This is an optimization exercise on Yosys and OpenROAD, whose aim is small area and a short achievable clock period, not a production implementation. No run shown here included a check of the RTL's function; only the layout flow was run.

## flow/design.v (module list and top-level ports; edited modules follow where they fit)
// module ocosh_mdu: 1034 lines
module ocosh_mdu (
    input  wire        clk,
    input  wire        rst,
    input  wire        start,
    input  wire [4:0]  op,
    input  wire [31:0] a,
    input  wire [31:0] b,
    input  wire        ct,
    output wire        ready,
    output reg         done,
    output wire [31:0] result,
    output wire        dv,
    output wire        sat
);
  // ...
==> flow/run.sh <==
#!/bin/bash
# synth_recipe.tcl (not shown) runs the flow's synth.tcl, then flattens the netlist and writes it again
# the make line also repeats each setting of config.mk as NAME=value (left out here)
make -C /OpenROAD-flow-scripts/flow DESIGN_CONFIG=/design/flow/config.mk WORK_HOME=/design/flow/orfs CLKGATE_MAP_FILE= SYNTH_SCRIPT=/design/flow/synth_recipe.tcl finish
==> flow/config.mk <==
export PLATFORM = sky130hd
export DESIGN_NAME = ocosh_mdu
export DESIGN_NICKNAME = ocosh_mdu
export VERILOG_FILES = /design/flow/design.v
export SDC_FILE = /design/flow/constraint.sdc
export NUM_CORES = 4
export LEC_CHECK = 0
export ABC_AREA = 1
export CAP_MARGIN = 20
export CORE_MARGIN = 2
export CORE_UTILIZATION = 40
export SLEW_MARGIN = 20
==> flow/constraint.sdc <==
create_clock -name core_clock -period 11.0 [get_ports {clk}]
set_input_delay 2.2000 -clock core_clock [delete_from_list [all_inputs] [get_ports {clk}]]
set_output_delay 2.2000 -clock core_clock [all_outputs]
set_load 0.01 [all_outputs]
==> summary.md, run 1 <==
| Metric | Value |
|---|---|
| Count of buffer and inverter cells on the critical path | `5` |
| Async S/R FF share, synth | `0%` |
| WL met1 | `between 50000 and 60000 um` |
| Clock buffer depth | `2` |
| Dpl cell area | `between 30000 and 40000 um2` |
| Sequential share of cell area | `between 10% and 20%` |
| DRT Wirelength | `~140000 um` |
| HP Start | `cnt[1]` |
| First-pass GRT wire length | `between 200000 and 250000 um` |
| Tap Count | `969` |
| Synthesized flop and latch total | `between 150 and 200` |
| Syn Nets | `4884` |
| PortBufs | `about 110` |
| Detail Route met2 WL | `a little under 60000 um` |
| Drt initial violations | `~4.3k` |
| Simple-gate share of the synthesized area | `around 23%` |
| Status | `timing/DRC/antenna clean` |
| Hold slack | `490 ps` |
| Count of flip-flops with a built-in enable after synthesis | `around 110` |
| Reg2reg end | `ph[20]` |
| Most frequent cells after synthesis | `nand2_1, inv_1, o21ai_0, a21oi_1, xor2_1` |
| Initial antenna violation count | `4` |
| Commonest non-fill, non-tap cell in the layout | `nand2_1` |
| Netlist Area Pre-Place | `30000 um2` |
| Mean Syn Cell Area | `approximately 6.8 um2` |
| Worst path arrival time | `~9500 ps` |
| # hold bufs at CTS | `0` |
| CP Data Required Time | `about 11000 ps` |
| H-tree Lvls | `4` |
==> run 2, diff against run 1 <==
==> flow/flow/run.sh (new file) <==
#!/bin/bash
# Standard layout, with the port buffers made from sky130_fd_sc_hd__buf_2
# instead of the cell buffer_ports picks by itself.
set -euo pipefail
export BUFFER_PORTS_ARGS="-buffer_cell sky130_fd_sc_hd__buf_2"
bash standard.sh > standard.log 2>&1
==> flow/standard.sh (new file) <==
#!/bin/bash
# synth_recipe.tcl (not shown) runs the flow's synth.tcl, then flattens the netlist and writes it again
# the make line also repeats each setting of config.mk as NAME=value (left out here)
make -C /OpenROAD-flow-scripts/flow DESIGN_CONFIG=/design/flow/config.mk WORK_HOME=/design/flow/orfs CLKGATE_MAP_FILE= SYNTH_SCRIPT=/design/flow/synth_recipe.tcl "${@:-finish}"
removed: flow/run.sh
==> run 2 against run 1 <==
Clock skew up 7.7 ps. Register-to-register slack better by 70 ps. Sequential cell count unchanged. Critical path depth down 12. Synthesized cell count unchanged. First-iteration DRC count up 3.9%.
==> summary.md, run 2 <==
| Metric | Value |
|---|---|
| Worst Hold Class | `flip-flop to flip-flop (unchanged)` |
| Initial core utilization | `40.4% (unchanged)` |
| Hold Fails Final Rpt | `0 (unchanged)` |
| RSZ-0062 raised after global routing | `no (unchanged)` |
| Worst Hold Depth | `2 (unchanged)` |
| CTS root buf | `clkbuf_16 (unchanged)` |
| Die X | `278 um (unchanged)` |
| Ranking of synthesized cells by area | `nand2_1, fa_1, edfxtp_1 (unchanged)` |
| # hold bufs at CTS | `0 (unchanged)` |
| Max layer used | `met5 (unchanged)` |
| Synthesized instance count | `4436 (unchanged)` |
| Routed Antenna Nets | `0 (unchanged)` |
| Pre-CTS setup slack | `1540 ps (was 1530 ps)` |
| Hold EP | `rb[19] (was cnt[1])` |
| Reg2reg end | `ph[20] (unchanged)` |
| Placed insts | `5292 (was 5302)` |
| Detail Route met2 WL | `60000 um (was 59200 um)` |
| CTS tree | `built (unchanged)` |
| Clock Sinks | `153 (unchanged)` |
| Biggest register | `ra (unchanged)` |
| Largest net degree at the start of global routing | `66 (was 83)` |
| Slowest stage cell, crit path | `buf_2 (was clkdlybuf4s50_1)` |
| Post-Synth Adder-Cell Area | `19.7% (unchanged)` |
| Synthesized flop and latch total | `153 (unchanged)` |
| Register area share after synthesis | `13.8% (unchanged)` |
| IO Pins | `109 (unchanged)` |
| Clock slew at reported path FFs | `70 ps (about the same)` |
| Gr usage total | `36.3% (was 35.6%)` |
| CP Class | `input pin to flip-flop (unchanged)` |
| Worst setup EP type | `flip-flop (unchanged)` |
| Number of flip-flops in the largest register | `33 (unchanged)` |
| Clock Latency Late Sink | `510 ps (about the same)` |
| Post-Layout Cell Count | `5325 (was 5335)` |
| Worst Path Max Fanout | `35 (was 11)` |
| Vias per std cell | `6.21 (was 6.20)` |
| Syn Nets | `4884 (unchanged)` |
| Hpwl dp | `108000 um (was 107000 um)` |
| Setup TNS | `0 ps (unchanged)` |
| Ys Warns | `1 (unchanged)` |
| Core footprint | `74300 um2 (unchanged)` |
| Largest family of logic cells by synthesized area | `compound AO/OA/AOI/OAI gates (unchanged)` |
| Clock skew | `27.9 ps (was 20.2 ps)` |
| Async S/R FF share, synth | `0% (unchanged)` |
| Initial antenna violation count | `5 (was 4)` |
| Row cnt | `100 (unchanged)` |
| Finished Core Util | `42.5% (was 43.4%)` |
| Max Freq | `109 MHz (was 110 MHz)` |
| Slew Limit Fails | `0 (unchanged)` |
| R2R depth | `44 (was 45)` |
| Synth area leader | `nand2_1 (unchanged)` |
| Cts repair resizes | `0 (unchanged)` |
| Most frequent cells after synthesis | `nand2_1, inv_1, o21ai_0, a21oi_1, xor2_1 (unchanged)` |
| Status | `timing/DRC/antenna clean (unchanged)` |
| Tcrit/Tclk final | `83.1% (was 82.9%)` |
| Simple-gate share of the synthesized area | `22.7% (unchanged)` |
| Netlist cell types | `73 (unchanged)` |
| Final setup vio count | `0 (unchanged)` |
| Dpl cell area | `31000 um2 (was 31700 um2)` |
| Crit-path most repeated cell | `nand2_1 (unchanged)` |
| Mean Syn Cell Area | `6.77 um2 (unchanged)` |
| Router iterations before antenna repair | `6 (unchanged)` |
| Count of flip-flops with a built-in enable after synthesis | `109 (unchanged)` |
| Vias in the first global route | `31.5k (was 31.0k)` |
| Final worst slack | `1860 ps (was 1880 ps)` |
| CP Data Required Time | `11240 ps (was 11420 ps)` |
| WL met1 | `56400 um (was 55800 um)` |
| HP Start | `rb[11] (was cnt[1])` |
| Hold slack | `481 ps (was 490 ps)` |
| Synthesis-to-finish area growth | `5.33% (was 7.35%)` |
| Max Cap Violations | `0 (unchanged)` |
| Vias | `33.1k (about the same)` |
| Post-Layout Inst Area | `31600 um2 (was 32200 um2)` |
| DRT Wirelength | `142000 um (was 140000 um)` |
| Critical path launch point type | `input pin (unchanged)` |
| Post-CTS Setup Bufs | `0 (unchanged)` |
| Top-count cell post-synth | `nand2_1 (unchanged)` |
| GRT overflow | `0 (unchanged)` |
| Drt initial violations | `4471 (was 4302)` |
| Commonest non-fill, non-tap cell in the layout | `nand2_1 (unchanged)` |
| Worst path arrival time | `9380 ps (was 9540 ps)` |
| Share of layout cells above drive strength 1 | `8.06% (was 5.73%)` |
| XOR/XNOR Fraction of Synth Area | `9.72% (unchanged)` |
| Netlist Area Pre-Place | `30000 um2 (unchanged)` |
| PortBufs | `108 (unchanged)` |
| DR WL met3 | `16700 um (was 15400 um)` |
| Most frequent cells in the layout | `nand2_1, inv_1, o21ai_0 (unchanged)` |
| Reg2reg start | `ra[1] (unchanged)` |
| Minimum clock period | `9140 ps (was 9120 ps)` |
| Worst slew pin tran | `1030 ps (was 1130 ps)` |
| Fin nets | `4790 (was 4800)` |
| First-pass GRT wire length | `209000 um (was 206000 um)` |
| Top FF cell, synth | `edfxtp_1 (unchanged)` |
| Compound-Gate Fraction of Synth Area | `23.5% (unchanged)` |
| Drt wl/cell | `26.7 um (was 26.2 um)` |
| Slew HR | `31.3% (was 24.8%)` |
| Die height | `278 um (unchanged)` |
| Clock buffer depth | `2 (unchanged)` |
| Routability congestion estimate | `1.05 (about the same)` |
| DRC Markers | `0 (unchanged)` |
| CTS Buf Count | `17 (unchanged)` |
| H-tree Lvls | `4 (unchanged)` |
| R2r setup slk | `2700 ps (was 2630 ps)` |
| Slowest stage delay, CP | `600 ps (was 820 ps)` |
| Post-synthesis mux area share | `0.200% (unchanged)` |
| Yosys top cell area share | `11.9% (unchanged)` |
| DIE AREA | `77200 um2 (unchanged)` |
[run 2: cell counts after synthesis]
No cell type changed its count.
[run 2: per-layer routing]
| metal | global-route usage (%) | up-vias |
|---|---|---|
| li1 | - | 14870 |
| met1 | 48.1 | 15546 |
| met2 | 54.6 | 2226 |
| met3 | 7.79 | 442 |
| met4 | 20.9 | 6 |
| met5 | 0 | - |
[run 2: cells by family (layout without fill, tap and decap cells)]
family          Yosys count  in the layout
mux                       6              6
xor+xnor                333            333
simple gates           1587           1587
other cells               0              1
compound gates         1208           1208
buf+inv                 774            693
flops                   153            153
fa+ha+maj               375            375
[run 2: cell type report]
| cell class | count | area (um2) |
|---|---|---|
| Fill cell | 8017 | 42700 |
| Multi-Input combinational cell | 3509 | 22800 |
| Sequential cell | 153 | 4160 |
| Inverter | 488 | 1840 |
| Tap cell | 969 | 1210 |
| Timing Repair Buffer | 173 | 1030 |
| Clock buffer | 17 | 425 |
| Clock inverter | 15 | 141 |
| Antenna cell | 1 | 2.50 |
[run 2: how the worst max path moves through the flow]
stage / end / cells past startpoint / startpoint
after floorplan: ph[30] / 42 / op[0]
after global placement: ph[24] / 37 / op[0]
after detailed placement: ph[28] / 38 / op[0]
after CTS: ph[28] / 38 / op[0]
after global routing: ph[30] / 38 / op[0]
final: ph[28] / 38 / op[0]
[run 2: critical path, delay by kind of cell]
| family | cells | cell delay (ps) |
|---|---|---|
| xor+xnor | 1 | 420 |
| mux | 1 | 280 |
| compound gates | 15 | 2400 |
| simple gates | 13 | 1240 |
| fa+ha+maj | 3 | 1410 |
| buf+inv | 5 | 1380 |

==> re-timing with driven ports <==
No port has a modelled driver above. Below, the same layouts with a new extraction and two added sets of constraints. Step 1 (the two cells are an assumption about what drives the block):
set clk [get_ports {clk}]
set_driving_cell -lib_cell sky130_fd_sc_hd__clkbuf_16 $clk
set_driving_cell -lib_cell sky130_fd_sc_hd__buf_2 [delete_from_list [all_inputs] $clk]
Step 2 times the ports against the registers' clock, not the clock port: input delays grow and output delays shrink by t, the midpoint of the rising clock arrivals with the driver on. Slacks: no drivers / after step 1 / after step 2; pairs: no drivers / after step 1.
run | t, ns | setup slack, ns | worst setup path at the end | clock arrival spread, ns | worst slew at a driven data input, ns
run 1 | 0.561 | 1.880 / 1.920 / 1.359 | input to register | 0.020 / 0.020 | 0.05
run 2 | 0.557 | 1.862 / 1.869 / 1.312 | input to register | 0.028 / 0.028 | 0.05
After both steps every run listed still meets setup and hold. The setup slack of run 2, which loses most, moves by +0.007 ns with the drivers and by -0.550 ns with both steps.
